From an optimization exercise on the open Yosys and OpenROAD flow, aimed at small area; shortcuts taken in it are not production practice.
The RTL was checked by simulation tests, not by an equivalence proof against the original design.
Power is estimated from default activity; no workload was simulated.

## design/flow/flow/abc_area.script

```
strash
dc2
dc2
dch -f
amap -m
topo
dnsize -c
```

## design/flow/standard.sh

```bash
#!/bin/bash
# synth_recipe.tcl (not shown) runs the flow's synth.tcl, then flattens the netlist and writes it again
# the make line also repeats each setting of config.mk as NAME=value (left out here)
make -C /OpenROAD-flow-scripts/flow DESIGN_CONFIG=/design/flow/config.mk WORK_HOME=/design/flow/orfs CLKGATE_MAP_FILE= SYNTH_SCRIPT=/design/flow/synth_recipe.tcl "${@:-finish}"
```

## design/flow/config.mk

```make
export PLATFORM = sky130hd
export DESIGN_NAME = spw_breaker
export DESIGN_NICKNAME = spw_breaker
export VERILOG_FILES = /design/flow/design.v
export SDC_FILE = /design/flow/constraint.sdc
export NUM_CORES = 4
export LEC_CHECK = 0
export CAP_MARGIN = 20
export CORE_MARGIN = 2
export CORE_UTILIZATION = 65
export PLACE_DENSITY = 0.72
export SLEW_MARGIN = 20
```

## design/flow/constraint.sdc

```tcl
create_clock -name core_clock -period 14.0 [get_ports {clk}]
set_input_delay 2.8000 -clock core_clock [delete_from_list [all_inputs] [get_ports {clk}]]
set_output_delay 2.8000 -clock core_clock [all_outputs]
set_load 0.01 [all_outputs]
```

## design/flow/design.v

```verilog
module spw_breaker (
    input             clk,
    input             rst,           
    input             cfg_we,
    input             cfg_re,
    input      [3:0]  cfg_addr,
    input      [31:0] cfg_wdata,
    output reg [31:0] cfg_rdata,
    input             en,            
    input             smp_valid,
    input      [11:0] smp_i,         
    output reg        trip,
    output     [1:0]  trip_cause,    
    output     [7:0]  trip_point,    
    output     [11:0] trip_i,        
    output            inrush_active
);
    function gt12(input [11:0] a, input [11:0] b);
        integer n;
        begin
            gt12 = 1'b0;
            for (n = 0; n < 12; n = n + 1)
                gt12 = (a[n] & ~b[n]) | ((a[n] | ~b[n]) & gt12);
        end
    endfunction
    function [3:0] dstep(input [2:0] r, input b);
        case ({r, b})
            4'b000_0: dstep = {1'b0, 3'd0};
            4'b000_1: dstep = {1'b0, 3'd1};
            4'b001_0: dstep = {1'b0, 3'd2};
            4'b001_1: dstep = {1'b0, 3'd3};
            4'b010_0: dstep = {1'b0, 3'd4};
            4'b010_1: dstep = {1'b1, 3'd0};
            4'b011_0: dstep = {1'b1, 3'd1};
            4'b011_1: dstep = {1'b1, 3'd2};
            4'b100_0: dstep = {1'b1, 3'd3};
            default:  dstep = {1'b1, 3'd4};
        endcase
    endfunction
    reg [7:0]  i_inst;
    reg [7:0]  t_inrush;
    reg [6:0]  ramp;                 
    reg        auto_on;
    reg        action;
    reg        on;
    reg [15:0] main_pt   [0:7];
    reg [15:0] inrush_pt [0:7];
    reg [11:0] hist [0:7];           
    reg [3:0]  hcnt;                 
    reg [14:0] hsum;                 
    reg [11:0] i_peak;
    reg [7:0]  wq;                   
    reg [6:0]  wr;                   
    reg        win;                  
    reg [13:0] lo [0:7];             
    reg [4:0]  hi [0:7];             
    reg        cs;                   
    reg        cz;                   
    reg        inst_prev;
    reg        t_inst, t_win;
    reg [2:0]  t_pt;
    assign inrush_active = win;
    wire eval = smp_valid && en;
    reg [11:0] q5;
    reg [2:0]  rem;
    reg [3:0]  dv;
    integer b;
    always @(*) begin
        rem = 3'd0;
        for (b = 11; b >= 0; b = b - 1) begin
            dv    = dstep(rem, smp_i[b]);
            q5[b] = dv[3];
            rem   = dv[2:0];
        end
    end
    wire rnz = (rem != 3'd0);
    wire inst_over = gt12({2'd0, q5[9:1], q5[0] | rnz}, {3'd0, i_inst, 1'b0});
    wire       wr_ctrl   = cfg_we && (cfg_addr == 4'd0);
    wire       wr_curve  = cfg_we && (cfg_addr >= 4'd2) && (cfg_addr <= 4'd5);
    wire       wr_inrush = cfg_we && (cfg_addr >= 4'd6) && (cfg_addr <= 4'd9);
    wire [1:0] wr_pair   = cfg_addr[1:0] - 2'd2;
    wire       wr_set_w  = win ? wr_inrush : wr_curve;         
    wire       cs_next   = eval ? win : cs;
    wire       wr_set_c  = cs_next ? wr_inrush : wr_curve;     
    wire valid = !cz && (cs == win);
    reg [7:0]  pt_trip;
    reg [7:0]  pt_hit, pt_g, pt_one, pt_e0, pt_wm;
    reg [15:0] pt;
    reg [14:0] pre [0:7];            
    reg [5:0]  hpre [0:7];           
    integer k, n;
    always @(*) begin
        for (k = 0; k < 8; k = k + 1) begin
            pt = win ? inrush_pt[k] : main_pt[k];
            pt_hit[k] = (pt[15:8] != 8'd0) && (pt[4:0] != 5'd0) &&
                        gt12({1'b0, q5[9:0], rnz}, {3'd0, pt[15:8], 1'b0});
            pt_e0[k] = (pt[7:5] == 3'd0);
            pre[k][0] = 1'b1;
            for (n = 0; n < 14; n = n + 1)
                pre[k][n+1] = pre[k][n] & lo[k][n];
            hpre[k][0] = 1'b1;
            for (n = 0; n < 5; n = n + 1)
                hpre[k][n+1] = hpre[k][n] & hi[k][n];
            case (pt[7:5])
                3'd0: pt_wm[k] = 1'b1;
                3'd1: pt_wm[k] = pre[k][2];
                3'd2: pt_wm[k] = pre[k][4];
                3'd3: pt_wm[k] = pre[k][6];
                3'd4: pt_wm[k] = pre[k][8];
                3'd5: pt_wm[k] = pre[k][10];
                3'd6: pt_wm[k] = pre[k][12];
                default: pt_wm[k] = pre[k][14];
            endcase
            pt_g[k]   = eval && pt_hit[k] && valid;
            pt_one[k] = eval && pt_hit[k] && !valid;
            pt_trip[k] = eval && pt_hit[k] &&
                         (valid ? (pt_wm[k] && ((hi[k] ^ hpre[k][4:0]) == pt[4:0]))
                                : (pt_e0[k] && (pt[4:0] == 5'd1))) &&
                         !(wr_set_w && wr_pair == k[2:1]);
        end
    end
    wire inst_trip = eval && inst_over && inst_prev;
    wire any_trip  = inst_trip || (pt_trip != 8'd0);
    reg [2:0] first_pt;
    integer j;
    always @(*) begin
        first_pt = 3'd0;
        for (j = 7; j >= 0; j = j - 1)
            if (pt_trip[j]) first_pt = j[2:0];
    end
    assign trip_cause = {t_inst | t_win, t_inst | ~t_win};
    assign trip_point = {{5{t_inst}}, t_pt | {3{t_inst}}};
    assign trip_i     = hist[0];
    reg keep, keep1, hg;
    integer i;
    always @(posedge clk) begin
        for (i = 0; i < 8; i = i + 1) begin
            keep  = !(wr_set_c && wr_pair == i[2:1]) && !(eval && !pt_hit[i]);
            keep1 = keep && !(eval && !valid);
            hg    = pt_g[i] && pt_wm[i];
            lo[i] <= (lo[i] ^ ({14{pt_g[i]}} & pre[i][13:0])) & {{13{keep1}}, keep};
            lo[i][0] <= keep && (pt_one[i] || (lo[i][0] ^ pt_g[i]));
            hi[i] <= (hi[i] ^ ({5{hg}} & hpre[i][4:0])) & {{4{keep1}}, keep};
            hi[i][0] <= keep && (pt_one[i] ? pt_e0[i] : (hi[i][0] ^ hg));
        end
        cz <= rst || !en || any_trip || (cz && !smp_valid);
        if (eval) cs <= win;
    end
    wire       w_step = smp_valid && (wq != 8'd255);
    wire       w_wrap = (wr == 7'd124);
    wire [7:0] wq_n = (rst || !en) ? 8'd0 : (w_step && w_wrap) ? wq + 8'd1 : wq;
    wire [6:0] wr_n = (rst || !en) ? 7'd0 : w_step ? (w_wrap ? 7'd0 : wr + 7'd1) : wr;
    wire [7:0] t_n  = rst ? 8'd20 : wr_ctrl ? cfg_wdata[23:16] : t_inrush;
    always @(posedge clk) begin
        wq  <= wq_n;
        wr  <= wr_n;
        t_inrush <= t_n;
        win <= gt12({4'd0, t_n}, {4'd0, wq_n});
    end
    wire [11:0] h_old = hcnt[3] ? hist[7] : 12'd0;
    always @(posedge clk) begin
        t_inst <= inst_over && inst_prev;
        t_win  <= win;
        t_pt   <= first_pt;
        case (cfg_addr)
            4'd0: cfg_rdata <= {i_inst, t_inrush, 1'b0, ramp, 3'd0, auto_on,
                                action, 2'd0, on};
            4'd1: cfg_rdata <= {hsum[14:3], i_peak, 8'd0};
            4'd2, 4'd3, 4'd4, 4'd5:
                  cfg_rdata <= {main_pt[{cfg_addr[1:0] - 2'd2, 1'b1}],
                                main_pt[{cfg_addr[1:0] - 2'd2, 1'b0}]};
            4'd6, 4'd7, 4'd8, 4'd9:
                  cfg_rdata <= {inrush_pt[{cfg_addr[1:0] - 2'd2, 1'b1}],
                                inrush_pt[{cfg_addr[1:0] - 2'd2, 1'b0}]};
            default: cfg_rdata <= 32'd0;
        endcase
        if (smp_valid) begin
            for (i = 7; i > 0; i = i - 1)
                hist[i] <= hist[i-1];
            hist[0] <= smp_i;
        end
        if (rst) begin
            i_inst    <= 8'd255;
            ramp      <= 7'd4;
            auto_on   <= 1'b0;
            action    <= 1'b1;
            on        <= 1'b0;
            for (i = 0; i < 8; i = i + 1) begin
                main_pt[i]    <= 16'd0;
                inrush_pt[i]  <= 16'd0;
            end
            hcnt      <= 4'd0;
            hsum      <= 15'd0;
            i_peak    <= 12'd0;
            inst_prev <= 1'b0;
            trip      <= 1'b0;
        end else begin
            if (cfg_re && cfg_addr == 4'd1)
                i_peak <= smp_valid ? smp_i : 12'd0;
            else if (smp_valid && gt12(smp_i, i_peak))
                i_peak <= smp_i;
            if (smp_valid) begin
                hsum <= hsum + {3'd0, smp_i} - {3'd0, h_old};
                if (!hcnt[3]) hcnt <= hcnt + 4'd1;
            end
            if (!en || any_trip)
                inst_prev <= 1'b0;
            else if (smp_valid)
                inst_prev <= inst_over;
            trip <= any_trip;
            if (cfg_we) begin
                case (cfg_addr)
                    4'd0: begin
                        i_inst   <= (cfg_wdata[31:24] == 8'd0) ? 8'd1 : cfg_wdata[31:24];
                        ramp     <= (cfg_wdata[15:8] == 8'd0) ? 7'd1 :
                                    gt12({4'd0, cfg_wdata[15:8]}, 12'd100) ? 7'd100 :
                                    cfg_wdata[14:8];
                        auto_on  <= cfg_wdata[4];
                        action   <= cfg_wdata[3];
                        on       <= cfg_wdata[0];
                    end
                    4'd2, 4'd3, 4'd4, 4'd5: begin
                        main_pt[{cfg_addr[1:0] - 2'd2, 1'b0}] <= cfg_wdata[15:0];
                        main_pt[{cfg_addr[1:0] - 2'd2, 1'b1}] <= cfg_wdata[31:16];
                    end
                    4'd6, 4'd7, 4'd8, 4'd9: begin
                        inrush_pt[{cfg_addr[1:0] - 2'd2, 1'b0}] <= cfg_wdata[15:0];
                        inrush_pt[{cfg_addr[1:0] - 2'd2, 1'b1}] <= cfg_wdata[31:16];
                    end
                    default: ;
                endcase
            end
        end
    end
endmodule
```

## design/flow/flow/run.sh

```bash
#!/bin/bash
# Own layout flow: the standard synthesis with an area-oriented ABC mapping of
# the combinational logic (registers are mapped before ABC and stay as the
# standard synthesis makes them), then the standard layout steps with
# smaller port buffers and a clock tree without dummy loads.
set -euo pipefail
W=$(pwd)
F=$W/flow

# ---- synthesis
cat > $W/own_synth.tcl <<EOF
proc abc {args} {
  set i [lsearch -exact \$args -script]
  if {\$i >= 0} { lset args [expr {\$i+1}] $F/abc_area.script }
  yosys abc {*}\$args
}
source $W/synth_recipe.tcl
EOF
make -C $FLOW_HOME DESIGN_CONFIG=$W/config.mk WORK_HOME=$W/orfs CLKGATE_MAP_FILE= \
  SYNTH_SCRIPT=$W/own_synth.tcl synth > $W/synth.log 2>&1

# ---- layout
export BUFFER_PORTS_ARGS="-buffer_cell sky130_fd_sc_hd__buf_1"
export CTS_ARGS="-sink_clustering_enable -repair_clock_nets -dont_use_dummy_load -buf_list {sky130_fd_sc_hd__clkbuf_4 sky130_fd_sc_hd__clkbuf_8} -sink_clustering_size ${OWN_CLUSTER_SIZE:-20} -sink_clustering_max_diameter ${OWN_CLUSTER_DIAM:-50}"
bash $W/standard.sh > $W/layout.log 2>&1
```

==> results of run 1 <==
## layout make-up
type / count / area (um^2)
Inverter: 290 / 1090
Fill cell: 3311 / 12600
Timing Repair Buffer: 150 / 731
Tap cell: 585 / 732
Multi-Input combinational cell: 1949 / 11100
Clock buffer: 49 / 674
Antenna cell: 1 / 2.50
Sequential cell: 618 / 15900
## registers in the layout, summed over array words and instances, names as in the netlist, 3 cells and up
| signal | count |
|---|---|
| inrush_pt | 128 |
| i_inst | 8 |
| t_pt | 3 |
| i_peak | 12 |
| hsum | 15 |
| hcnt | 4 |
| hi | 40 |
| wr | 7 |
| cfg_rdata | 32 |
| hist | 96 |
| main_pt | 128 |
| wq | 8 |
| t_inrush | 8 |
| lo | 112 |
| ramp | 7 |
## where the power goes
group | switching [mW] | total (mW) | internal [mW]
clock | 0.562 | 0.875 | 0.313
sequential | 0.0678 | 2.09 | 2.02
combinational | 0.448 | 0.648 | 0.200
## cell usage after synthesis, types with 5 or more instances
cell,number,area (um^2)
a22o_1,23,201
ha_1,59,738
a41oi_1,6,52.6
a22oi_1,22,165
nor2b_1,28,175
buf_4,5,37.5
clkinv_1,290,1090
nor4_1,10,62.6
o21ai_0,136,681
a31oi_1,19,119
a311oi_1,18,158
or2_0,16,100
fa_1,12,240
o21a_1,16,120
edfxtp_1,352,10600
o221ai_1,29,254
a211oi_1,78,586
and3_1,7,43.8
a21o_1,5,37.5
o21bai_1,5,37.5
a222oi_1,20,200
a21oi_1,152,761
nand3b_1,9,67.6
nand2_1,159,597
or3_1,20,125
and2_0,13,81.3
a221oi_1,51,447
a2111oi_0,6,52.6
nand4_1,38,238
o22a_1,11,96.3
nor3_1,79,395
o22ai_1,218,1360
nand3_1,22,110
dfxtp_1,266,5330
nor2_1,597,2240
o31ai_1,14,105
## worst max path at each step
stage	depth (start not counted)	slack [ns]	from	end
2_1_floorplan	64	2.98	smp_i[11]	cz
3_3_place_gp	64	1.62	smp_i[9]	cz
3_5_place_dp	64	0.88	smp_i[10]	cz
4_1_cts	64	1.53	smp_i[10]	cz
5_1_grt	65	0.19	smp_i[10]	cz
6_report	65	1.41	smp_i[9]	cz
## kinds of logic after synthesis
family	share of synthesized area [%]
AOI/OAI and AO/OA	20.3
xor gates and xnor gates	0.125
adders and majority gates	3.48
buffers and inverters	4.00
DFF	56.5
and+or+nand+nor	15.6
## routing by layer
metal  wire (um)  share of wire (%)  GRT usage, %
met1       34100                 38          55.3
met4        5310                5.9          20.8
met3       13200                 15          11.0
met2       37200                 41          57.3
met5          13              0.014             0
## worst max-delay path, delay by kind of cell
family / cells / cell delay (ns)
and+or+nand+nor: 26 / 3.13
buffers and inverters: 16 / 2.20
AOI/OAI and AO/OA: 23 / 5.06
==> reports/qor.txt, run 1 <==
Clock-pin transition on the worst setup and hold timing paths: 0.11 ns
Layout Cells excl Fill: 3,642
Post-CTS sizing: 0
Die W: 212 um
VDD IR max: 105 uV
Vias in the first global route: 23,100
Most frequent cells in the layout: 594 x nor2_1, 352 x edfxtp_1, 288 x clkinv_1
Design area: 0.0303 mm^2
Worst slew margin: 20.8%
Initial antenna violation count: 2
WHS Endpoint: hist[6][5]
Area grow syn2layout: 7.62%
Placed Instances: 3,591
Cell Pwr Density: 119 mW/mm^2
Arr. time, crit path: 13.17 ns
Hold buffer count at cts: 0
Post-synthesis sequential area ratio: 56.5%
Final TNS setup: 0 ns
DIE HEIGHT: 212 um
Crit start category: primary input
Worst EP required: 14.58 ns
TritonCTS clock tree: built
Total CTS buffers: 49
Mean post-synth cell area: 9.83 um^2
Final Util: 70.6%
Min Clock Period, post-route: 12.59 ns
Worst Tran Pin Value: 1.19 ns
Slowest CP cell: a21oi_1
Critical Path End Type: register
Hold Crit Depth: 0
Final hold slack: 0.401 ns
Hold Crit Start: hist[5][5]
Fmax: 0.0794 GHz
R2r startpoint: win
Syn nets: 2,987
Final #Nets: 3,183
Clock latency on the worst-skew pair: 0.71 ns
Syn Inst Count: 2,862
Hold crit path type: reg2reg
Leakage: 10.2 nW
Tcrit/Tclk final: 90.0%
Die area: 0.0450 mm^2
Drc violations: 0
Commonest non-fill, non-tap cell in the layout: nor2_1
FF-to-FF path depth: 29
Reg2reg setup slack: 8.05 ns
Final Hold Viols: 0
Routed Wire Length: 89,800 um
Share of layout cells above drive strength 1: 3.34%
Critical path class: in2reg
Initial core utilization: 65.6%
DR vias/cell: 6.80
Yosys Warn Count: 6
PortBufs: 109
Cell Rows: 76
Setup ws final: 1.41 ns
Mapped cell area: 0.0281 mm^2
# setup viols final: 0
Core region area: 0.0429 mm^2
EDFF count, synth: 352
Slowest stage delay, CP: 0.46 ns
Post-CTS setup buffers: 0
Max Fanout on Critical Path: 13
Reg-to-reg endpoint: cz
Drt first-iter violations: 3,574
I/O pin count: 110
GR Overflow Total: 0
Status: finished clean
Total power: 3.61 mW
Netlist cell types: 57
Dpl hpwl: 59,800 um
Routed vias: 24,800
Largest net degree at the start of global routing: 132
RSZ-0062 raised after global routing: false
CTS H-tree lvls: 2
Worst clock skew: 0.0665 ns
Cell Area, Placed: 0.0296 mm^2
Most used cell, CP: nor2_1
Post-synthesis async set-or-reset flop share: 0%
1st-pass router iterations: 9
GPL Wtd Cong: 0.945
TritonCTS Sinks: 618
Reported max-cap violation count: 0
Flops & latches, synth: 618
Fin. max-slew vios: 0
Root buf cell: clkbuf_8
WL per Instance: 24.7 um
GRT Util Overall: 39.8%
Global-route wire length before repair: 134,000 um
Dpl ws: 0.879 ns
ANT nets after route: 0
Longest Clk Path Bufs: 3
Top FF cell, synth: edfxtp_1
==> run 2: changes to the inputs <==
--- a/design/flow/flow/run.sh
+++ b/design/flow/flow/run.sh
@@ -22,4 +22,4 @@
 # ---- layout
 export BUFFER_PORTS_ARGS="-buffer_cell sky130_fd_sc_hd__buf_1"
-export CTS_ARGS="-sink_clustering_enable -repair_clock_nets -dont_use_dummy_load -buf_list {sky130_fd_sc_hd__clkbuf_4 sky130_fd_sc_hd__clkbuf_8} -sink_clustering_size ${OWN_CLUSTER_SIZE:-20} -sink_clustering_max_diameter ${OWN_CLUSTER_DIAM:-50}"
+export CTS_ARGS="-sink_clustering_enable -repair_clock_nets -dont_use_dummy_load -buf_list {sky130_fd_sc_hd__clkbuf_16} -sink_clustering_size ${OWN_CLUSTER_SIZE:-30} -sink_clustering_max_diameter ${OWN_CLUSTER_DIAM:-60}"
 bash $W/standard.sh > $W/layout.log 2>&1
--- a/design/flow/config.mk
+++ b/design/flow/config.mk
@@ -8,5 +8,6 @@
 export CAP_MARGIN = 20
 export CORE_MARGIN = 2
-export CORE_UTILIZATION = 65
-export PLACE_DENSITY = 0.72
+export CORE_UTILIZATION = 60
+export GPL_TIMING_DRIVEN = 0
+export PLACE_DENSITY = 0.68
 export SLEW_MARGIN = 20
==> run 2 against run 1 <==
Still clean on timing, DRC and antenna. Combinational power about the same. Worst setup slack worse by 0.17 ns. Cell count increased by 0.27%. Synthesized cell count unchanged. Power is 7.7% higher. Area after synthesis unchanged. Clock skew shrank 0.0037 ns. Core utilization shrank 3.7 points. Critical endpoint unchanged.
==> reports/qor.txt, run 2 <==
Status: finished clean
Hold buffer count at cts: 0 (unchanged)
Drc violations: 0 (unchanged)
Post-synthesis async set-or-reset flop share: 0% (unchanged)
Critical path class: in2reg
Critical Path End Type: register
Arr. time, crit path: 13.28 ns (+0.11 ns)
Area grow syn2layout: 10.5%
Yosys Warn Count: 6 (unchanged)
Final Util: 66.9% (-3.7 points)
Crit path buf inv count: 17 (+1)
Syn nets: 2,987 (unchanged)
Hold Crit Start: hist[4][0]
Syn Inst Count: 2,862 (unchanged)
Dpl hpwl: 58,700 um (-1.8%)
DR vias/cell: 6.63 (-2.4%)
TritonCTS clock tree: built
Top FF cell, synth: edfxtp_1
R2r startpoint: win
CTS H-tree lvls: 2 (unchanged)
Fmax: 0.0784 GHz (-1.3%)
Final Hold Viols: 0 (unchanged)
EDFF count, synth: 352 (unchanged)
Clock latency on the worst-skew pair: 0.62 ns (-0.09 ns)
PortBufs: 109 (unchanged)
Die W: 221 um (+4.0%)
Initial antenna violation count: 1 (-1)
VDD IR max: 130 uV (+24%)
Worst clock skew: 0.0627 ns (-0.00374 ns)
Most used cell, CP: clkinv_1
Global-route wire length before repair: 128,000 um (-3.8%)
Routed Wire Length: 86,300 um (-3.9%)
Largest net degree at the start of global routing: 76 (-42%)
Design area: 0.0311 mm^2 (+2.7%)
Delay-heaviest family, CP: compound AO/OA/AOI/OAI gates
Reg-to-reg endpoint: trip
Die area: 0.0486 mm^2 (+8.2%)
Reg2reg setup slack: 6.98 ns (-1.07 ns)
Hold Crit Depth: 0 (unchanged)
Reported max-cap violation count: 0 (unchanged)
Netlist cell types: 57 (unchanged)
Cell Rows: 79 (+3.9%)
Min Clock Period, post-route: 12.76 ns (+0.170 ns)
# setup viols final: 0 (unchanged)
FF-to-FF path depth: 32 (+10%)
Most frequent cells in the layout: 593 x nor2_1, 352 x edfxtp_1, 283 x clkinv_1
Vias in the first global route: 22,900 (-0.88%)
Cell Area, Placed: 0.0300 mm^2 (+1.3%)
Cell Pwr Density: 125 mW/mm^2 (+4.9%)
Core region area: 0.0465 mm^2 (+8.3%)
Slowest CP cell: a222oi_1
Largest regs: inrush_pt (128), main_pt (128), lo (112)
Worst EP required: 14.51 ns (-0.07 ns)
Root buf cell: clkbuf_16
Clock-pin transition on the worst setup and hold timing paths: 0.09 ns (-0.02 ns)
Synth top cells by count: 597 x nor2_1, 352 x edfxtp_1, 290 x clkinv_1, 266 x dfxtp_1, 218 x o22ai_1
Top cell type's share of synthesized area: 37.6% (unchanged)
Total CTS buffers: 44 (-10%)
Hold crit path type: reg2reg
Fin. max-slew vios: 0 (unchanged)
Commonest non-fill, non-tap cell in the layout: nor2_1
RSZ-0062 raised after global routing: false
ANT nets after route: 0 (unchanged)
Crit start category: primary input
WL per Instance: 23.6 um (-4.2%)
Longest Clk Path Bufs: 3 (unchanged)
Flops & latches, synth: 618 (unchanged)
Drt first-iter violations: 3,053 (-15%)
Max Fanout on Critical Path: 5 (-8)
1st-pass router iterations: 7 (-2)
Worst Tran Pin Value: 1.08 ns (-0.107 ns)
Mean post-synth cell area: 9.83 um^2 (unchanged)
Share of layout cells above drive strength 1: 4.01% (+0.67 points)
Routed vias: 24,200 (-2.2%)
ANT cells: 0 (-1)
GRT Util Overall: 35.1% (-4.8 points)
TritonCTS Sinks: 618 (unchanged)
Initial core utilization: 60.5% (-5.0 points)
I/O pin count: 110 (unchanged)
Worst slew margin: 27.6% (+6.8 points)
Most frequent cell after synthesis: nor2_1
GPL Wtd Cong: 0.905 (-4.2%)
Tcrit/Tclk final: 91.2% (+1.2 points)
Post-synthesis sequential area ratio: 56.5% (unchanged)
GR Overflow Total: 0 (unchanged)
Total power: 3.89 mW (+7.7%)
Final TNS setup: 0 ns (unchanged)
Leakage: 10.6 nW (+3.3%)
Ranking of synthesized cells by area: edfxtp_1 38%, dfxtp_1 19%, nor2_1 8.0%
DIE HEIGHT: 221 um (+4.0%)
Mapped cell area: 0.0281 mm^2 (unchanged)
Final #Nets: 3,172 (-0.35%)
Slowest stage delay, CP: 0.82 ns (+0.36 ns)
WHS Endpoint: hist[5][0]
Largest area contributor in the netlist: edfxtp_1
[run 2: area by class of cell]
type | instances | area, um^2
repair buffers | 139 | 925
inverters | 290 | 1100
well taps | 607 | 759
clock buffers | 44 | 1100
flip-flops and latches | 618 | 15900
multi-input cells | 1949 | 11300
fillers | 3668 | 15400
plain buffers | 5 | 37.5
[run 2: worst reg2reg max path, delay by kind of cell (launching register included)]
family,cells,cell delay [ns]
compound gates,12,3.08
buf+inv,8,1.56
flops,1,0.55
simple gates,12,1.72
[run 2: through the flow]
stage          hold WS (ns)  std cells  setup WS [ns]
2_1_floorplan         0.400       2862           2.98
3_3_place_gp          0.404       3578          -1.47
3_5_place_dp          0.405       3607          0.506
4_1_cts               0.374       3651           1.05
5_1_grt               0.385       3652         0.0326
6_report              0.382       3652           1.24
[run 2: per-layer routing]
metal  share of wire [%]  up-vias  GRT usage (%)
li1                    -    11100              -
met1                  39    11500           45.9
met2                  46     1391           56.4
met3                  12      252           8.58
met4                 4.1        0           13.9
met5                   0        -              0
[run 2: timing repair]
item,CTS,global route
resized for setup,0,8
setup buffers,0,1
endpoints found under the hold margin,0,0
endpoints found under the setup margin,0,3
[run 2: power breakdown]
group	internal, mW	switching (mW)	leakage, nW	total, mW
combinational	0.208	0.440	4.46	0.648
sequential	2.02	0.0681	5.55	2.09
clock	0.555	0.597	0.542	1.15
[run 2: worst max-delay path by stage]
stage / end / startpoint / depth (start not counted) / slack [ns]
after floorplan: cz / smp_i[11] / 64 / 2.98
after global placement: trip / win / 30 / -1.47
after CTS: cz / smp_i[10] / 62 / 1.05
after global routing: cz / smp_i[10] / 65 / 0.03
final: cz / smp_i[10] / 65 / 1.24
after detailed placement: cz / smp_i[10] / 65 / 0.51
[run 2: cell families after synthesis]
kind of cell | synth area share [%]
compound gates | 20.3
buf+inv | 4.00
xor+xnor | 0.125
flops | 56.5
simple gates | 15.6
fa+ha+maj | 3.48
==> run 3: changes to the inputs <==
--- a/design/flow/flow/run.sh
+++ b/design/flow/flow/run.sh
@@ -22,4 +22,4 @@
 # ---- layout
 export BUFFER_PORTS_ARGS="-buffer_cell sky130_fd_sc_hd__buf_1"
-export CTS_ARGS="-sink_clustering_enable -repair_clock_nets -dont_use_dummy_load -buf_list {sky130_fd_sc_hd__clkbuf_16} -sink_clustering_size ${OWN_CLUSTER_SIZE:-30} -sink_clustering_max_diameter ${OWN_CLUSTER_DIAM:-60}"
+export CTS_ARGS="-sink_clustering_enable -repair_clock_nets -dont_use_dummy_load -buf_list {sky130_fd_sc_hd__clkbuf_4 sky130_fd_sc_hd__clkbuf_8} -sink_clustering_size ${OWN_CLUSTER_SIZE:-14} -sink_clustering_max_diameter ${OWN_CLUSTER_DIAM:-45}"
 bash $W/standard.sh > $W/layout.log 2>&1
--- a/design/flow/config.mk
+++ b/design/flow/config.mk
@@ -9,5 +9,4 @@
 export CORE_MARGIN = 2
 export CORE_UTILIZATION = 60
-export GPL_TIMING_DRIVEN = 0
 export PLACE_DENSITY = 0.68
 export SLEW_MARGIN = 20
==> run 3 against run 2 <==
Largest cell class unchanged. First-iteration DRC count shrank 10%. Clock-buffer cell count up 30. Area after synthesis unchanged. Still clean on timing, DRC and antenna.
==> reports/qor.txt, run 3 <==
VDD IR max: 90.0 uV (-31%)
GR Overflow Total: 0 (unchanged)
Core region area: 0.0465 mm^2 (unchanged)
Crit start category: primary input
Initial antenna violation count: 4 (+3)
Netlist cell types: 57 (unchanged)
Filler cell count in the final layout: 3,798 (+3.5%)
ANT nets after route: 0 (unchanged)
Largest regs: inrush_pt (128), main_pt (128), lo (112)
Initial core utilization: 60.5% (unchanged)
Longest Clk Path Bufs: 3 (unchanged)
Slowest CP cell: a21oi_1
Yosys Warn Count: 6 (unchanged)
Max Fanout on Critical Path: 13 (+8)
Mapped cell area: 0.0281 mm^2 (unchanged)
Post-CTS sizing: 0 (unchanged)
GPL Wtd Cong: 0.953 (+5.2%)
DR vias/cell: 6.57 (-0.95%)
Critical Path End Type: register
Vias in the first global route: 22,700 (-0.85%)
Status: finished clean
Clock-pin transition on the worst setup and hold timing paths: 0.08 ns (about the same)
Post-synthesis sequential area ratio: 56.5% (unchanged)
Dpl hpwl: 58,100 um (-0.98%)
Root buf cell: clkbuf_8
Post-synthesis async set-or-reset flop share: 0% (unchanged)
Largest net degree at the start of global routing: 68 (-11%)
Die area: 0.0486 mm^2 (unchanged)
Area grow syn2layout: 8.83%
DIE HEIGHT: 221 um (unchanged)
Hold buffer count at cts: 0 (unchanged)
Slowest stage delay, CP: 0.51 ns (-0.31 ns)
Critical path class: in2reg
EDFF count, synth: 352 (unchanged)
Crit path buf inv count: 17 (unchanged)
TritonCTS clock tree: built
Cell Pwr Density: 124 mW/mm^2 (-0.96%)
Reported max-cap violation count: 0 (unchanged)
Clock latency on the worst-skew pair: 0.68 ns (+0.06 ns)
Routed Wire Length: 86,900 um (+0.65%)
1st-pass router iterations: 9 (+2)
Synth top cells by count: 597 x nor2_1, 352 x edfxtp_1, 290 x clkinv_1, 266 x dfxtp_1, 218 x o22ai_1
Cell Rows: 79 (unchanged)
Global-route wire length before repair: 130,000 um (+1.5%)
Leakage: 10.4 nW (-1.6%)
Largest area contributor in the netlist: edfxtp_1
Post-CTS setup buffers: 0 (unchanged)
Most used cell, CP: clkinv_1
# setup viols final: 0 (unchanged)
Most frequent cells in the layout: 594 x nor2_1, 352 x edfxtp_1, 289 x clkinv_1
Flops & latches, synth: 618 (unchanged)
Share of layout cells above drive strength 1: 4.12% (+0.12 points)
Ranking of synthesized cells by area: edfxtp_1 38%, dfxtp_1 19%, nor2_1 8.0%
Top FF cell, synth: edfxtp_1
PortBufs: 109 (unchanged)
Hold crit path type: reg2reg
Final TNS setup: 0 ns (unchanged)
Final #Nets: 3,206 (+1.1%)
Worst clock skew: 0.0420 ns (-0.0208 ns)
Fin. max-slew vios: 0 (unchanged)
Fmax: 0.0800 GHz (+2.1%)
Commonest non-fill, non-tap cell in the layout: nor2_1
CTS H-tree lvls: 3 (+1)
Syn Inst Count: 2,862 (unchanged)
Most frequent cell after synthesis: nor2_1
Die W: 221 um (unchanged)
Drt first-iter violations: 2,746 (-10%)
Total CTS buffers: 74 (+68%)
Cell Area, Placed: 0.0296 mm^2 (-1.3%)
Worst Tran Pin Value: 1.22 ns (+0.138 ns)
Tcrit/Tclk final: 89.2% (-1.9 points)
Routed vias: 24,200 (+0.029%)
Drc violations: 0 (unchanged)
Mean post-synth cell area: 9.83 um^2 (unchanged)
Design area: 0.0306 mm^2 (-1.5%)
TritonCTS Sinks: 618 (unchanged)
WL per Instance: 23.5 um (-0.33%)
Arr. time, crit path: 13.07 ns (-0.21 ns)
Min Clock Period, post-route: 12.49 ns (-0.268 ns)
Worst EP required: 14.58 ns (+0.07 ns)
Delay-heaviest family, CP: compound AO/OA/AOI/OAI gates
Final Hold Viols: 0 (unchanged)
Worst slew margin: 17.8% (-9.8 points)
Syn nets: 2,987 (unchanged)
Top cell type's share of synthesized area: 37.6% (unchanged)
GRT Util Overall: 35.6% (+0.57 points)
RSZ-0062 raised after global routing: false
I/O pin count: 110 (unchanged)
-- run 3: cell counts after synthesis --
No cell type changed its count.
-- run 3: kinds of logic after synthesis --
kind of cell | synth area share (%)
AOI/OAI and AO/OA | 20.3
xor gates and xnor gates | 0.125
adders and majority gates | 3.48
buffers and inverters | 4.00
DFF | 56.5
and+or+nand+nor | 15.6
-- run 3: final cells by class --
class	instances	area, um^2	area share, %
diodes	2	5.00	0.0164
clock buffers	74	1020	3.33
inverters	290	1090	3.56
multi-input cells	1949	11100	36.4
flip-flops and latches	618	15900	51.9
well taps	607	759	2.48
repair buffers	148	703	2.30
-- run 3: final timing paths --
path / to / slack (ns) / start / cells past startpoint
hold reg to reg: hist[6][3] / 0.38 / hist[5][3] / 0
hold / removal: hist[6][3] / 0.38 / hist[5][3] / 0
setup / recovery: cz / 1.51 / smp_i[10] / 65
setup reg to reg: cz / 7.44 / win / 33
-- run 3: routing by layer --
| layer | wire (um) | vias up | track usage (%) | share of wire (%) |
|---|---|---|---|---|
| li1 | - | 11100 | - | - |
| met1 | 33800 | 11500 | 46.3 | 39 |
| met2 | 38800 | 1361 | 55.5 | 45 |
| met3 | 10100 | 249 | 10.3 | 12 |
| met4 | 4110 | 2 | 16.4 | 4.7 |
| met5 | 15 | - | 0 | 0.017 |
-- run 3: through the flow --
| step | power [mW] | util, % | hold WS [ns] | setup slack (ns) | cells |
|---|---|---|---|---|---|
| after floorplan | 2.52 | - | 0.400 | 2.98 | 2862 |
| after detailed placement | 2.74 | 63.7 | 0.405 | 0.908 | 3611 |
| after global routing | 3.95 | 65.9 | 0.378 | 0.0764 | 3687 |
| after CTS | 3.79 | 65.9 | 0.376 | 1.58 | 3685 |
| after global placement | 2.72 | 63.7 | 0.404 | 1.38 | 3611 |
| final | 3.80 | 65.9 | 0.379 | 1.51 | 3688 |
-- run 3: power breakdown --
group / switching (mW) / internal [mW]
sequential: 0.0682 / 2.03
clock: 0.607 / 0.469
combinational: 0.428 / 0.199
==> run 4: changes to the inputs <==
--- a/design/flow/flow/run.sh
+++ b/design/flow/flow/run.sh
@@ -22,4 +22,4 @@
 # ---- layout
 export BUFFER_PORTS_ARGS="-buffer_cell sky130_fd_sc_hd__buf_1"
-export CTS_ARGS="-sink_clustering_enable -repair_clock_nets -dont_use_dummy_load -buf_list {sky130_fd_sc_hd__clkbuf_4 sky130_fd_sc_hd__clkbuf_8} -sink_clustering_size ${OWN_CLUSTER_SIZE:-14} -sink_clustering_max_diameter ${OWN_CLUSTER_DIAM:-45}"
+export CTS_ARGS="-sink_clustering_enable -repair_clock_nets -dont_use_dummy_load -buf_list {sky130_fd_sc_hd__clkbuf_4} -sink_clustering_size ${OWN_CLUSTER_SIZE:-10} -sink_clustering_max_diameter ${OWN_CLUSTER_DIAM:-35}"
 bash $W/standard.sh > $W/layout.log 2>&1
==> run 4 against run 3 <==
Die area unchanged. Clock-buffer cell count up 38. Cell area fell by 0.53%. Routed wire length is 0.33% higher. Via count up 0.90%. Critical path type unchanged.
==> reports/qor.txt, run 4 <==
Status: finished clean
Crit path to: cz
Global-route wire length before repair: 131,000 um (+0.55%)
Fmax: 0.0815 GHz (+1.8%)
TritonCTS clock tree: built
Flops & latches, synth: 618 (unchanged)
Clock-pin transition on the worst setup and hold timing paths: 0.10 ns (+0.02 ns)
Compound-Gate Fraction of Synth Area: 20.3% (unchanged)
Fin. max-slew vios: 0 (unchanged)
Post-synthesis simple-gate area fraction: 15.6% (unchanged)
Tcrit/Tclk final: 87.6% (-1.6 points)
GRT Util Overall: 35.8% (+0.14 points)
Reported max-cap violation count: 0 (unchanged)
Slowest CP cell: a222oi_1
Drt first-iter violations: 2,779 (+1.2%)
Worst Tran Pin Value: 1.21 ns (-0.0119 ns)
Most used cell, CP: clkinv_1
Yosys Warn Count: 6 (unchanged)
CTS H-tree lvls: 3 (unchanged)
Total power: 3.70 mW (-2.7%)
Top cell type's share of synthesized area: 37.6% (unchanged)
ANT nets after route: 0 (unchanged)
Cell Rows: 79 (unchanged)
Critical path class: in2reg
Vias in the first global route: 23,000 (+1.5%)
DIE HEIGHT: 221 um (unchanged)
I/O pin count: 110 (unchanged)
XOR/XNOR Fraction of Synth Area: 0.125% (unchanged)
Multiplexer share of the synthesized area: 0% (unchanged)
# setup viols final: 0 (unchanged)
Largest regs: inrush_pt (128), main_pt (128), lo (112)
Total CTS buffers: 112 (+51%)
Final TNS setup: 0 ns (unchanged)
Die area: 0.0486 mm^2 (unchanged)
Routed Wire Length: 87,100 um (+0.33%)
Largest net degree at the start of global routing: 68 (unchanged)
Share of layout cells above drive strength 1: 5.29% (+1.2 points)
Largest area contributor in the netlist: edfxtp_1
R2r startpoint: win
DR vias/cell: 6.55 (-0.29%)
Ranking of synthesized cells by area: edfxtp_1 38%, dfxtp_1 19%, nor2_1 8.0%
Placed Instances: 3,611 (unchanged)
Commonest non-fill, non-tap cell in the layout: nor2_1
Top FF cell, synth: edfxtp_1
Most frequent cells in the layout: 594 x nor2_1, 352 x edfxtp_1, 289 x clkinv_1
Synth top cells by count: 597 x nor2_1, 352 x edfxtp_1, 290 x clkinv_1, 266 x dfxtp_1, 218 x o22ai_1
Die W: 221 um (unchanged)
Slowest stage delay, CP: 0.60 ns (+0.09 ns)
Netlist cell types: 57 (unchanged)
Post-synthesis async set-or-reset flop share: 0% (unchanged)
FF-to-FF path depth: 33 (unchanged)
Syn Inst Count: 2,862 (unchanged)
Core region area: 0.0465 mm^2 (unchanged)
Hold Crit Start: hist[5][9]
RSZ-0062 raised after global routing: false
Reg2reg setup slack: 7.39 ns (-0.05 ns)
Initial antenna violation count: 4 (unchanged)
Cell Area, Placed: 0.0296 mm^2 (unchanged)
Layout Cells excl Fill: 3,732 (+1.2%)
Most frequent cell after synthesis: nor2_1
Reg-to-reg endpoint: cz
GR Overflow Total: 0 (unchanged)
Hold crit path type: reg2reg
Routed vias: 24,400 (+0.90%)
Critical Path End Type: register
GPL Wtd Cong: 0.953 (unchanged)
Initial core utilization: 60.5% (unchanged)
Post-CTS sizing: 0 (unchanged)
Crit path from: smp_i[10]
1st-pass router iterations: 6 (-3)
Adder-cell share of the synthesized area: 3.48% (unchanged)
WL per Instance: 23.3 um (-0.85%)
Final #Nets: 3,244 (+1.2%)
Max Fanout on Critical Path: 6 (-7)
Post-synthesis sequential area ratio: 56.5% (unchanged)
Cell Pwr Density: 121 mW/mm^2 (-2.2%)
Mean post-synth cell area: 9.83 um^2 (unchanged)
Syn nets: 2,987 (unchanged)
Design area: 0.0304 mm^2 (-0.53%)
Post-CTS setup buffers: 0 (unchanged)
Worst EP required: 14.83 ns (+0.25 ns)
Clock latency on the worst-skew pair: 0.99 ns (+0.31 ns)
Longest Clk Path Bufs: 3 (unchanged)
Arr. time, crit path: 13.10 ns (+0.03 ns)
Worst slew margin: 18.6% (+0.80 points)
Area grow syn2layout: 8.25%
Final Hold Viols: 0 (unchanged)
Worst clock skew: 0.111 ns (+0.0691 ns)
Hold Crit Depth: 0 (unchanged)
PortBufs: 109 (unchanged)
Mapped cell area: 0.0281 mm^2 (unchanged)
Min Clock Period, post-route: 12.27 ns (-0.226 ns)
Dpl hpwl: 58,100 um (unchanged)
Filler cell count in the final layout: 3,857 (+1.6%)
Final hold slack: 0.381 ns (+0.00254 ns)
Root buf cell: clkbuf_4
EDFF count, synth: 352 (unchanged)
TritonCTS Sinks: 618 (unchanged)
Leakage: 10.4 nW (-0.16%)
VDD IR max: 87.5 uV (-2.8%)
Drc violations: 0 (unchanged)
Largest family of logic cells by synthesized area: compound AO/OA/AOI/OAI gates
Hold buffer count at cts: 0 (unchanged)
Crit start category: primary input
## run 4: cell counts after synthesis
Identical to the previous run, type by type.
## run 4: layer usage
metal,track usage (%),share of wire [%],vias up
met5,0,0.015,-
met4,16.0,4.4,2
met3,9.58,12,270
met2,56.3,45,1406
met1,46.7,39,11500
li1,-,-,11200
## run 4: critical path: cells and delay by family
family / cells / cell delay [ns]
AOI/OAI and AO/OA: 23 / 5.14
buffers and inverters: 17 / 2.05
and+or+nand+nor: 25 / 3.12
## run 4: metrics by stage
step           util (%)  setup slack (ns)
2_1_floorplan         -              2.98
3_3_place_gp       63.7              1.38
3_5_place_dp       63.7             0.908
4_1_cts            65.5              1.83
5_1_grt            65.5             0.366
6_report           65.5              1.73
## run 4: report_power, final
| group | switching (mW) | internal [mW] | total (mW) |
|---|---|---|---|
| Clock | 0.612 | 0.362 | 0.974 |
| Combinational | 0.428 | 0.199 | 0.628 |
| Sequential | 0.0686 | 2.02 | 2.09 |
| Total | 1.11 | 2.59 | 3.70 |
## run 4: how the worst min path moves through the flow
stage                 endpoint  slack [ns]
floorplan           hist[2][0]        0.40
global placement    hist[7][6]        0.40
detailed placement  hist[4][7]        0.40
CTS                 hist[7][8]        0.39
global route        hist[6][9]        0.39
finish              hist[6][9]        0.38
## run 4: logic make-up (layout without fill, tap and decap cells)
logic type | after synthesis | after routing
other | 0 | 8
xor gates and xnor gates | 4 | 4
AOI/OAI and AO/OA | 857 | 857
and+or+nand+nor | 1017 | 1017
adders and majority gates | 71 | 71
DFF | 618 | 618
buffers and inverters | 295 | 550
## run 4: cell type report
cell class,count,area (um^2),share of cell area (%)
Multi-Input combinational cell,1949,11100,36.6
Tap cell,607,759,2.49
Antenna cell,8,20.0,0.0658
Inverter,290,1090,3.58
Clock buffer,112,841,2.76
Timing Repair Buffer,148,703,2.31
Sequential cell,618,15900,52.2
==> run 5: changes to the inputs <==
--- a/design/flow/flow/run.sh
+++ b/design/flow/flow/run.sh
@@ -22,4 +22,4 @@
 # ---- layout
 export BUFFER_PORTS_ARGS="-buffer_cell sky130_fd_sc_hd__buf_1"
-export CTS_ARGS="-sink_clustering_enable -repair_clock_nets -dont_use_dummy_load -buf_list {sky130_fd_sc_hd__clkbuf_4} -sink_clustering_size ${OWN_CLUSTER_SIZE:-10} -sink_clustering_max_diameter ${OWN_CLUSTER_DIAM:-35}"
+export CTS_ARGS="-sink_clustering_enable -repair_clock_nets -dont_use_dummy_load -buf_list {sky130_fd_sc_hd__clkbuf_8} -sink_clustering_size ${OWN_CLUSTER_SIZE:-16} -sink_clustering_max_diameter ${OWN_CLUSTER_DIAM:-40}"
 bash $W/standard.sh > $W/layout.log 2>&1
--- a/design/flow/config.mk
+++ b/design/flow/config.mk
@@ -8,5 +8,5 @@
 export CAP_MARGIN = 20
 export CORE_MARGIN = 2
-export CORE_UTILIZATION = 60
-export PLACE_DENSITY = 0.68
+export CORE_UTILIZATION = 55
+export PLACE_DENSITY = 0.65
 export SLEW_MARGIN = 20
==> run 5 against run 4 <==
Still clean. Cell count increased by 1.1%. Fmax is 0.90% lower. Clock-buffer cell count down 24. First-iteration DRC count is 3.5% higher. Clock power rose by 21%. Combinational power about the same. Routed wire length grew 1.5%. Flip-flop and latch count did not move. Clock skew decreased by 0.052 ns. Core utilization decreased by 4.0 points. Cell area rose by 1.6%. Sequential power is essentially flat. Critical path type unchanged. Critical endpoint unchanged. Largest cell class unchanged.
==> reports/qor.txt, run 5 <==
Post-CTS sizing: 0 (unchanged)
R2r startpoint: win
DIE HEIGHT: 230 um (+4.4%)
Crit path buf inv count: 17 (unchanged)
Largest regs: inrush_pt (128), main_pt (128), lo (112)
GRT Util Overall: 33.4% (-2.4 points)
Final Hold Viols: 0 (unchanged)
Yosys Warn Count: 6 (unchanged)
Clock latency on the worst-skew pair: 0.69 ns (-0.30 ns)
Critical path class: in2reg
DR vias/cell: 6.46 (-1.4%)
Total CTS buffers: 88 (-21%)
1st-pass router iterations: 7 (+1)
Cell Rows: 82 (+3.8%)
Total power: 3.90 mW (+5.6%)
Dpl hpwl: 58,800 um (+1.1%)
Area grow syn2layout: 9.98%
ANT cells: 0 (-8)
Netlist cell types: 57 (unchanged)
Mapped cell area: 0.0281 mm^2 (unchanged)
Drc violations: 0 (unchanged)
TritonCTS clock tree: built
Top FF cell, synth: edfxtp_1
Largest area contributor in the netlist: edfxtp_1
Fmax: 0.0808 GHz (-0.90%)
Root buf cell: clkbuf_8
Max Fanout on Critical Path: 13 (+7)
GPL Wtd Cong: 0.932 (-2.2%)
Worst Tran Pin Value: 1.20 ns (-0.00788 ns)
Hold Crit Depth: 0 (unchanged)
Ranking of synthesized cells by area: edfxtp_1 38%, dfxtp_1 19%, nor2_1 8.0%
Cell Pwr Density: 126 mW/mm^2 (+3.9%)
ANT nets after route: 0 (unchanged)
Critical Path End Type: register
Final #Nets: 3,227 (-0.52%)
Drt first-iter violations: 2,876 (+3.5%)
Crit start category: primary input
Worst slew margin: 19.7% (+1.1 points)
RSZ-0062 raised after global routing: false
Syn nets: 2,987 (unchanged)
Fin. max-slew vios: 0 (unchanged)
Initial antenna violation count: 1 (-3)
Longest Clk Path Bufs: 3 (unchanged)
Routed vias: 24,400 (-0.34%)
Worst EP required: 14.59 ns (-0.24 ns)
Post-synthesis sequential area ratio: 56.5% (unchanged)
Global-route wire length before repair: 135,000 um (+2.8%)
Slowest stage delay, CP: 0.47 ns (-0.13 ns)
Most frequent cell after synthesis: nor2_1
Crit path from: smp_i[11]
TritonCTS Sinks: 618 (unchanged)
Post-CTS setup buffers: 0 (unchanged)
Arr. time, crit path: 12.97 ns (-0.13 ns)
Min Clock Period, post-route: 12.38 ns (+0.112 ns)
Initial core utilization: 55.9% (-4.6 points)
Largest net degree at the start of global routing: 79 (+16%)
Hold crit path type: reg2reg
Commonest non-fill, non-tap cell in the layout: nor2_1
Die area: 0.0530 mm^2 (+8.9%)
Hold buffer count at cts: 0 (unchanged)
Syn Inst Count: 2,862 (unchanged)
Hold Crit Start: hist[1][1]
EDFF count, synth: 352 (unchanged)
CTS H-tree lvls: 3 (unchanged)
Core region area: 0.0503 mm^2 (+8.2%)
Tcrit/Tclk final: 88.4% (+0.80 points)
Slowest CP cell: a21oi_1
Routed Wire Length: 88,400 um (+1.5%)
Reg2reg setup slack: 7.63 ns (+0.24 ns)
Clock-pin transition on the worst setup and hold timing paths: 0.09 ns (about the same)
Worst clock skew: 0.0594 ns (-0.0517 ns)
Reg-to-reg endpoint: inst_prev
PortBufs: 109 (unchanged)
Delay-heaviest family, CP: compound AO/OA/AOI/OAI gates
Final Util: 61.5% (-4.0 points)
I/O pin count: 110 (unchanged)
Die W: 230 um (+4.4%)
Status: finished clean
Share of layout cells above drive strength 1: 4.65% (-0.65 points)
Flops & latches, synth: 618 (unchanged)
FF+latch area: 0.0159 mm^2 (unchanged)
Design area: 0.0309 mm^2 (+1.6%)
FF-to-FF path depth: 28 (-15%)
Most frequent cells in the layout: 594 x nor2_1, 352 x edfxtp_1, 289 x clkinv_1
Leakage: 10.5 nW (+1.5%)
Vias in the first global route: 23,400 (+1.8%)
# setup viols final: 0 (unchanged)
GR Overflow Total: 0 (unchanged)
Mean post-synth cell area: 9.83 um^2 (unchanged)
Post-synthesis async set-or-reset flop share: 0% (unchanged)
WHS Endpoint: hist[2][1]
Synth top cells by count: 597 x nor2_1, 352 x edfxtp_1, 290 x clkinv_1, 266 x dfxtp_1, 218 x o22ai_1
Cell Area, Placed: 0.0297 mm^2 (+0.48%)
Final TNS setup: 0 ns (unchanged)
Top cell type's share of synthesized area: 37.6% (unchanged)
VDD IR max: 78.4 uV (-10%)
Filler cell count in the final layout: 4,274 (+11%)
Multi-input combinational cell area: 0.0111 mm^2 (about the same)
Reported max-cap violation count: 0 (unchanged)
WL per Instance: 23.4 um (+0.39%)
-- run 5: final cells by class --
type / instances / share of cell area, %
inverter: 290 / 3.53
tap: 672 / 2.72
clock buffer: 88 / 3.92
timing repair buffer: 155 / 2.45
sequential: 618 / 51.4
multi-input combinational: 1949 / 36.0
-- run 5: worst max-delay path by stage --
stage          endpoint  slack, ns  depth (start not counted)
6_report             cz       1.62                         66
5_1_grt              cz       0.28                         66
4_1_cts              cz       1.92                         66
3_5_place_dp         cz       1.22                         66
3_3_place_gp         cz       1.66                         66
2_1_floorplan        cz       2.98                         64
-- run 5: kinds of logic after synthesis --
kind of cell | share of synthesized area (%)
xor+xnor | 0.125
flops | 56.5
fa+ha+maj | 3.48
buf+inv | 4.00
compound gates | 20.3
simple gates | 15.6
-- run 5: metal layers --
layer,vias up,GRT usage [%],share of wire [%]
li1,11100,-,-
met1,11500,44.3,39
met2,1413,52.1,45
met3,325,6.76,11
met4,0,17.2,5.7
met5,-,0,0
-- run 5: report_power, final --
| group | leakage [nW] | switching, mW | internal, mW | total, mW |
|---|---|---|---|---|
| registers | 5.55 | 0.0677 | 2.03 | 2.09 |
| logic | 4.33 | 0.426 | 0.201 | 0.627 |
| clock network | 0.633 | 0.627 | 0.553 | 1.18 |
-- run 5: per-stage QoR --
stage / hold WS (ns) / setup slack [ns] / cells
2_1_floorplan: 0.400 / 2.98 / 2862
3_3_place_gp: 0.401 / 1.66 / 3684
3_5_place_dp: 0.405 / 1.22 / 3684
4_1_cts: 0.372 / 1.92 / 3772
5_1_grt: 0.382 / 0.280 / 3772
6_report: 0.390 / 1.62 / 3772
==> run 6: changes to the inputs <==
--- a/design/flow/design.v
+++ b/design/flow/design.v
@@ -158,4 +158,30 @@
         win <= gt12({4'd0, t_n}, {4'd0, wq_n});
     end
+    wire [31:0] pt_wd = cfg_wdata & {32{~rst}};
+    integer p;
+    always @(posedge clk) begin
+        for (p = 0; p < 4; p = p + 1) begin
+            if (rst || (wr_curve && wr_pair == p[1:0])) begin
+                main_pt[2*p]     <= pt_wd[15:0];
+                main_pt[2*p+1]   <= pt_wd[31:16];
+            end
+            if (rst || (wr_inrush && wr_pair == p[1:0])) begin
+                inrush_pt[2*p]   <= pt_wd[15:0];
+                inrush_pt[2*p+1] <= pt_wd[31:16];
+            end
+        end
+    end
+    reg [31:0] rd_val;
+    integer r;
+    always @(*) begin
+        rd_val = ({i_inst, t_inrush, 1'b0, ramp, 3'd0, auto_on, action, 2'd0, on}
+                  & {32{cfg_addr == 4'd0}})
+               | ({hsum[14:3], i_peak, 8'd0} & {32{cfg_addr == 4'd1}});
+        for (r = 0; r < 4; r = r + 1) begin
+            rd_val = rd_val
+                   | ({main_pt[2*r+1], main_pt[2*r]} & {32{cfg_addr == r + 2}})
+                   | ({inrush_pt[2*r+1], inrush_pt[2*r]} & {32{cfg_addr == r + 6}});
+        end
+    end
     wire [11:0] h_old = hcnt[3] ? hist[7] : 12'd0;
     always @(posedge clk) begin
@@ -163,16 +189,5 @@
         t_win  <= win;
         t_pt   <= first_pt;
-        case (cfg_addr)
-            4'd0: cfg_rdata <= {i_inst, t_inrush, 1'b0, ramp, 3'd0, auto_on,
-                                action, 2'd0, on};
-            4'd1: cfg_rdata <= {hsum[14:3], i_peak, 8'd0};
-            4'd2, 4'd3, 4'd4, 4'd5:
-                  cfg_rdata <= {main_pt[{cfg_addr[1:0] - 2'd2, 1'b1}],
-                                main_pt[{cfg_addr[1:0] - 2'd2, 1'b0}]};
-            4'd6, 4'd7, 4'd8, 4'd9:
-                  cfg_rdata <= {inrush_pt[{cfg_addr[1:0] - 2'd2, 1'b1}],
-                                inrush_pt[{cfg_addr[1:0] - 2'd2, 1'b0}]};
-            default: cfg_rdata <= 32'd0;
-        endcase
+        cfg_rdata <= rd_val;
         if (smp_valid) begin
             for (i = 7; i > 0; i = i - 1)
@@ -186,8 +201,4 @@
             action    <= 1'b1;
             on        <= 1'b0;
-            for (i = 0; i < 8; i = i + 1) begin
-                main_pt[i]    <= 16'd0;
-                inrush_pt[i]  <= 16'd0;
-            end
             hcnt      <= 4'd0;
             hsum      <= 15'd0;
@@ -201,5 +212,5 @@
                 i_peak <= smp_i;
             if (smp_valid) begin
-                hsum <= hsum + {3'd0, smp_i} - {3'd0, h_old};
+                hsum <= hsum + {3'd0, smp_i} + {3'b111, ~h_old} + 15'd1;
                 if (!hcnt[3]) hcnt <= hcnt + 4'd1;
             end
@@ -220,12 +231,4 @@
                         on       <= cfg_wdata[0];
                     end
-                    4'd2, 4'd3, 4'd4, 4'd5: begin
-                        main_pt[{cfg_addr[1:0] - 2'd2, 1'b0}] <= cfg_wdata[15:0];
-                        main_pt[{cfg_addr[1:0] - 2'd2, 1'b1}] <= cfg_wdata[31:16];
-                    end
-                    4'd6, 4'd7, 4'd8, 4'd9: begin
-                        inrush_pt[{cfg_addr[1:0] - 2'd2, 1'b0}] <= cfg_wdata[15:0];
-                        inrush_pt[{cfg_addr[1:0] - 2'd2, 1'b1}] <= cfg_wdata[31:16];
-                    end
                     default: ;
                 endcase
--- a/design/flow/flow/run.sh
+++ b/design/flow/flow/run.sh
@@ -22,4 +22,4 @@
 # ---- layout
 export BUFFER_PORTS_ARGS="-buffer_cell sky130_fd_sc_hd__buf_1"
-export CTS_ARGS="-sink_clustering_enable -repair_clock_nets -dont_use_dummy_load -buf_list {sky130_fd_sc_hd__clkbuf_8} -sink_clustering_size ${OWN_CLUSTER_SIZE:-16} -sink_clustering_max_diameter ${OWN_CLUSTER_DIAM:-40}"
+export CTS_ARGS="-sink_clustering_enable -repair_clock_nets -dont_use_dummy_load -buf_list {sky130_fd_sc_hd__clkbuf_16} -sink_clustering_size ${OWN_CLUSTER_SIZE:-28} -sink_clustering_max_diameter ${OWN_CLUSTER_DIAM:-55}"
 bash $W/standard.sh > $W/layout.log 2>&1
--- a/design/flow/config.mk
+++ b/design/flow/config.mk
@@ -8,5 +8,5 @@
 export CAP_MARGIN = 20
 export CORE_MARGIN = 2
-export CORE_UTILIZATION = 55
-export PLACE_DENSITY = 0.65
+export CORE_UTILIZATION = 62
+export PLACE_DENSITY = 0.7
 export SLEW_MARGIN = 20
==> run 6 against run 5 <==
Area after synthesis is 4.1% lower. Core utilization grew 7.5 points. Hold slack improved by 0.013 ns. Critical endpoint unchanged. Die area decreased by 15%. Fmax up 4.5%. Synthesized cell count decreased by 12%. Clock power about the same. Still clean. Non-clock buffer count shrank 9.
==> reports/qor.txt, run 6 <==
Reg-to-reg endpoint: inst_prev
Worst clock skew: 0.0661 ns (+0.00671 ns)
FF-to-FF path depth: 23 (-18%)
Initial antenna violation count: 1 (unchanged)
WHS Endpoint: hist[5][9]
Clock Power Share: 29.5% (-0.7 points)
PortBufs: 109 (unchanged)
I/O pin count: 110 (unchanged)
VDD IR max: 138 uV (+76%)
Final TNS setup: 0 ns (unchanged)
Tcrit/Tclk final: 84.6% (-3.8 points)
Longest Clk Path Bufs: 3 (unchanged)
Net Sw Frac: 27.6% (-1.1 points)
Commonest non-fill, non-tap cell in the layout: edfxtp_1
Drt first-iter violations: 2,974 (+3.4%)
Max Fanout on Critical Path: 5 (-8)
Multi-input combinational cell area: 0.0102 mm^2 (-8.3%)
Fmax: 0.0844 GHz (+4.5%)
Hold buffer count at cts: 0 (unchanged)
1st-pass router iterations: 13 (+6)
Synth top cells by count: 352 x edfxtp_1, 327 x nor2_1, 266 x dfxtp_1, 259 x clkinv_1, 160 x nand2_1
Final Hold Viols: 0 (unchanged)
Largest area contributor in the netlist: edfxtp_1
Top FF cell, synth: edfxtp_1
Cell Pwr Density: 132 mW/mm^2 (+5.0%)
Die area: 0.0452 mm^2 (-15%)
Final #Nets: 2,835 (-12%)
Met3 Usage GRT: 6.47% (-0.29 points)
Cell Rows: 76 (-7.3%)
Die W: 213 um (-7.6%)
FF+latch area: 0.0159 mm^2 (unchanged)
Filler cell count in the final layout: 3,298 (-23%)
Pint: 2.84 mW (+2.3%)
Reported max-cap violation count: 0 (unchanged)
Fin. max-slew vios: 0 (unchanged)
Slowest CP cell: o21ai_0
Ranking of synthesized cells by area: edfxtp_1 39%, dfxtp_1 20%, nor2_1 4.6%
Netlist cell types: 55 (-3.5%)
Crit path buf inv count: 10 (-7)
# setup viols final: 0 (unchanged)
TritonCTS clock tree: built
Adder-cell share of the synthesized area: 3.63% (+0.15 points)
Routed Wire Length: 77,200 um (-13%)
Vias in the first global route: 20,400 (-13%)
Worst EP required: 14.49 ns (-0.10 ns)
Most frequent cell after synthesis: edfxtp_1
CTS H-tree lvls: 2 (-1)
Critical Path End Type: register
Post-synthesis async set-or-reset flop share: 0% (unchanged)
Most used cell, CP: nor2_1
Core region area: 0.0430 mm^2 (-15%)
Area grow syn2layout: 9.96% (about the same)
Drc violations: 0 (unchanged)
Largest regs: inrush_pt (128), main_pt (128), lo (112)
GRT Util Overall: 34.3% (+0.96 points)
Root buf cell: clkbuf_16
Reg2reg setup slack: 7.49 ns (-0.14 ns)
WL per Instance: 23.4 um (about the same)
Post-CTS sizing: 0 (unchanged)
Arr. time, crit path: 12.33 ns (-0.64 ns)
Sequential Power Share: 54.5% (+0.8 points)
Syn nets: 2,646 (-11%)
Post-CTS setup buffers: 0 (unchanged)
Combinational Power Share: 16.0% (about the same)
Mean post-synth cell area: 10.7 um^2 (+8.9%)
Share of layout cells above drive strength 1: 3.84% (-0.80 points)
Flops & latches, synth: 618 (unchanged)
R2r startpoint: win
Routed vias: 22,000 (-9.8%)
DIE HEIGHT: 213 um (-7.6%)
Crit start category: primary input
Multiplexer share of the synthesized area: 0% (unchanged)
Yosys Warn Count: 8 (+2)
Most frequent cells in the layout: 352 x edfxtp_1, 324 x nor2_1, 265 x dfxtp_1
Hold Crit Start: hist[4][9]
Post-synthesis sequential area ratio: 58.9% (+2.4 points)
Clock latency on the worst-skew pair: 0.62 ns (-0.07 ns)
Final hold slack: 0.403 ns (+0.0130 ns)
Top cell type's share of synthesized area: 39.2% (+1.6 points)
Global-route wire length before repair: 117,000 um (-13%)
Worst slew margin: 26.1% (+6.4 points)
Gr busiest metal: met2
Hold Crit Depth: 0 (unchanged)
Status: finished clean
Min Clock Period, post-route: 11.84 ns (-0.537 ns)
Worst Tran Pin Value: 1.11 ns (-0.0907 ns)
Slowest stage delay, CP: 0.52 ns (+0.05 ns)
EDFF count, synth: 352 (unchanged)
Delay-heaviest family, CP: compound AO/OA/AOI/OAI gates
GR Overflow Total: 0 (unchanged)
Total CTS buffers: 46 (-48%)
Largest net degree at the start of global routing: 77 (-2.5%)
Hold crit path type: reg2reg
Critical path class: in2reg
ANT nets after route: 0 (unchanged)
Met2 Use GR: 53.2% (+1.2 points)
GPL Wtd Cong: 0.932 (about the same)
Post-synthesis simple-gate area fraction: 13.3% (-2.3 points)
Syn Inst Count: 2,521 (-12%)
Initial core utilization: 62.8% (+6.8 points)
Met1 Use GR: 46.6% (+2.4 points)
Leakage: 9.82 nW (-6.7%)
NetSw: 1.08 mW (-3.2%)
RSZ-0062 raised after global routing: false
XOR/XNOR Fraction of Synth Area: 0.130% (+0.0053 points)
DR vias/cell: 6.67 (+3.3%)
Largest family of logic cells by synthesized area: compound AO/OA/AOI/OAI gates
Mapped cell area: 0.0270 mm^2 (-4.1%)
TritonCTS Sinks: 618 (unchanged)
Compound-Gate Fraction of Synth Area: 20.3% (about the same)
Dpl hpwl: 52,300 um (-11%)
Clock-pin transition on the worst setup and hold timing paths: 0.08 ns (about the same)
==> run 6: cell types whose count changed in the layout (fill, tap and decap cells not counted), sizes merged, moves of 11 or more <==
cell	before	now
nor2	597	327
a22o	23	3
o31ai	14	3
nor2b	28	52
o22a	11	32
o21ai	136	116
o22ai	218	137
clkinv	289	258
a31oi	19	8
or3	20	8
a222oi	20	80
clkbuf	89	48
==> run 6: layout make-up <==
class	count	area share, %
diodes	1	0.00844
well taps	585	2.47
clock buffers	46	3.88
flip-flops and latches	618	53.6
multi-input cells	1639	34.4
repair buffers	146	2.33
inverters	259	3.28
==> run 6: cell families after synthesis <==
group,after synthesis
DFF,618
and+or+nand+nor,780
xor gates and xnor gates,4
buffers and inverters,264
AOI/OAI and AO/OA,784
adders and majority gates,71
==> run 6: stage by stage <==
step | cells | setup slack [ns] | instance area, um^2 | total power, mW | utilization (%)
finish | 3294 | 2.16 | 29700 | 3.93 | 69.0
global route | 3294 | 0.765 | 29700 | 4.09 | 69.0
CTS | 3293 | 2.38 | 29700 | 3.93 | 69.0
detailed placement | 3247 | 1.82 | 28500 | 2.79 | 66.3
global placement | 3247 | 2.27 | 28500 | 2.77 | 66.3
floorplan | 2521 | 3.71 | 27000 | 2.56 | -
==> run 6: how the worst max path moves through the flow <==
stage                     startpoint  to  slack [ns]  cells past startpoint
after floorplan            smp_i[11]  cz        3.71                     57
after global placement     smp_i[10]  cz        2.27                     57
after detailed placement   smp_i[10]  cz        1.82                     57
after CTS                  smp_i[10]  cz        2.38                     57
after global routing       smp_i[10]  cz        0.76                     59
final                      smp_i[10]  cz        2.16                     57
==> run 6: worst register-to-register path: stages, from the launching register on <==
cell       delay, ns
dfxtp_4         0.54
clkinv_2        0.66
buf_4           0.60
buf_4           0.39
o22ai_1         0.35
o22ai_1         0.12
a21oi_1         0.18
a221oi_1        0.08
nor2_1          0.14
a221oi_1        0.06
nor2_1          0.14
o21ai_0         0.10
a222oi_1        0.62
clkinv_1        0.28
nor2_1          0.22
clkinv_1        0.16
a221oi_1        0.79
and4b_1         0.36
o21ai_0         0.15
nand2b_1        0.12
nand2b_1        0.12
a2111oi_0       0.08
nand2_1         0.12
nor2_1          0.05
==> run 6: layer usage <==
metal	vias up	share of wire, %
met5	-	0
met4	0	5.1
met3	210	11
met2	1243	45
met1	10400	39
li1	10100	-
==> run 6: power groups by stage <==
stage,clock network (mW),logic (mW),registers (mW)
floorplan,0,0.406,2.16
global placement,0,0.597,2.17
detailed placement,0,0.610,2.18
CTS,1.18,0.614,2.14
global route,1.24,0.694,2.15
finish,1.16,0.628,2.14

==> port drivers added, routing unchanged <==
Ports are ideal in the flow. The routed layouts listed here were re-timed in OpenROAD.
Step 1: set_driving_cell puts a clkbuf_16 on clk and a buf_2 on each other input, an assumption about the parent block.
Step 2, shift: input delay + t, output delay - t, t = (earliest + latest rising clock arrival at the registers) / 2. This alone moves slack from input paths to output paths.
Three values: no drivers, after step 1, after step 2; two values: the first two.
run | t, ns | setup slack, ns | hold slack, ns | pins driven straight from the clock port
run 1 | 0.728 | 1.407 / 1.426 / 0.697 | 0.401 / 0.401 / 0.401 | 1
run 2 | 0.654 | 1.237 / 1.272 / 0.618 | 0.382 / 0.382 / 0.382 | 1
run 3 | 0.718 | 1.505 / 1.525 / 0.808 | 0.379 / 0.379 / 0.379 | 1
run 4 | 0.976 | 1.731 / 1.752 / 0.777 | 0.381 / 0.381 / 0.381 | 1
run 5 | 0.715 | 1.620 / 1.655 / 0.940 | 0.390 / 0.390 / 0.390 | 1
run 6 | 0.645 | 2.156 / 2.197 / 1.551 | 0.403 / 0.403 / 0.403 | 1
After both steps every run listed still meets setup and hold. For run 4, which loses most, drivers alone change the setup slack by +0.021 ns; drivers and shift together by -0.954 ns.
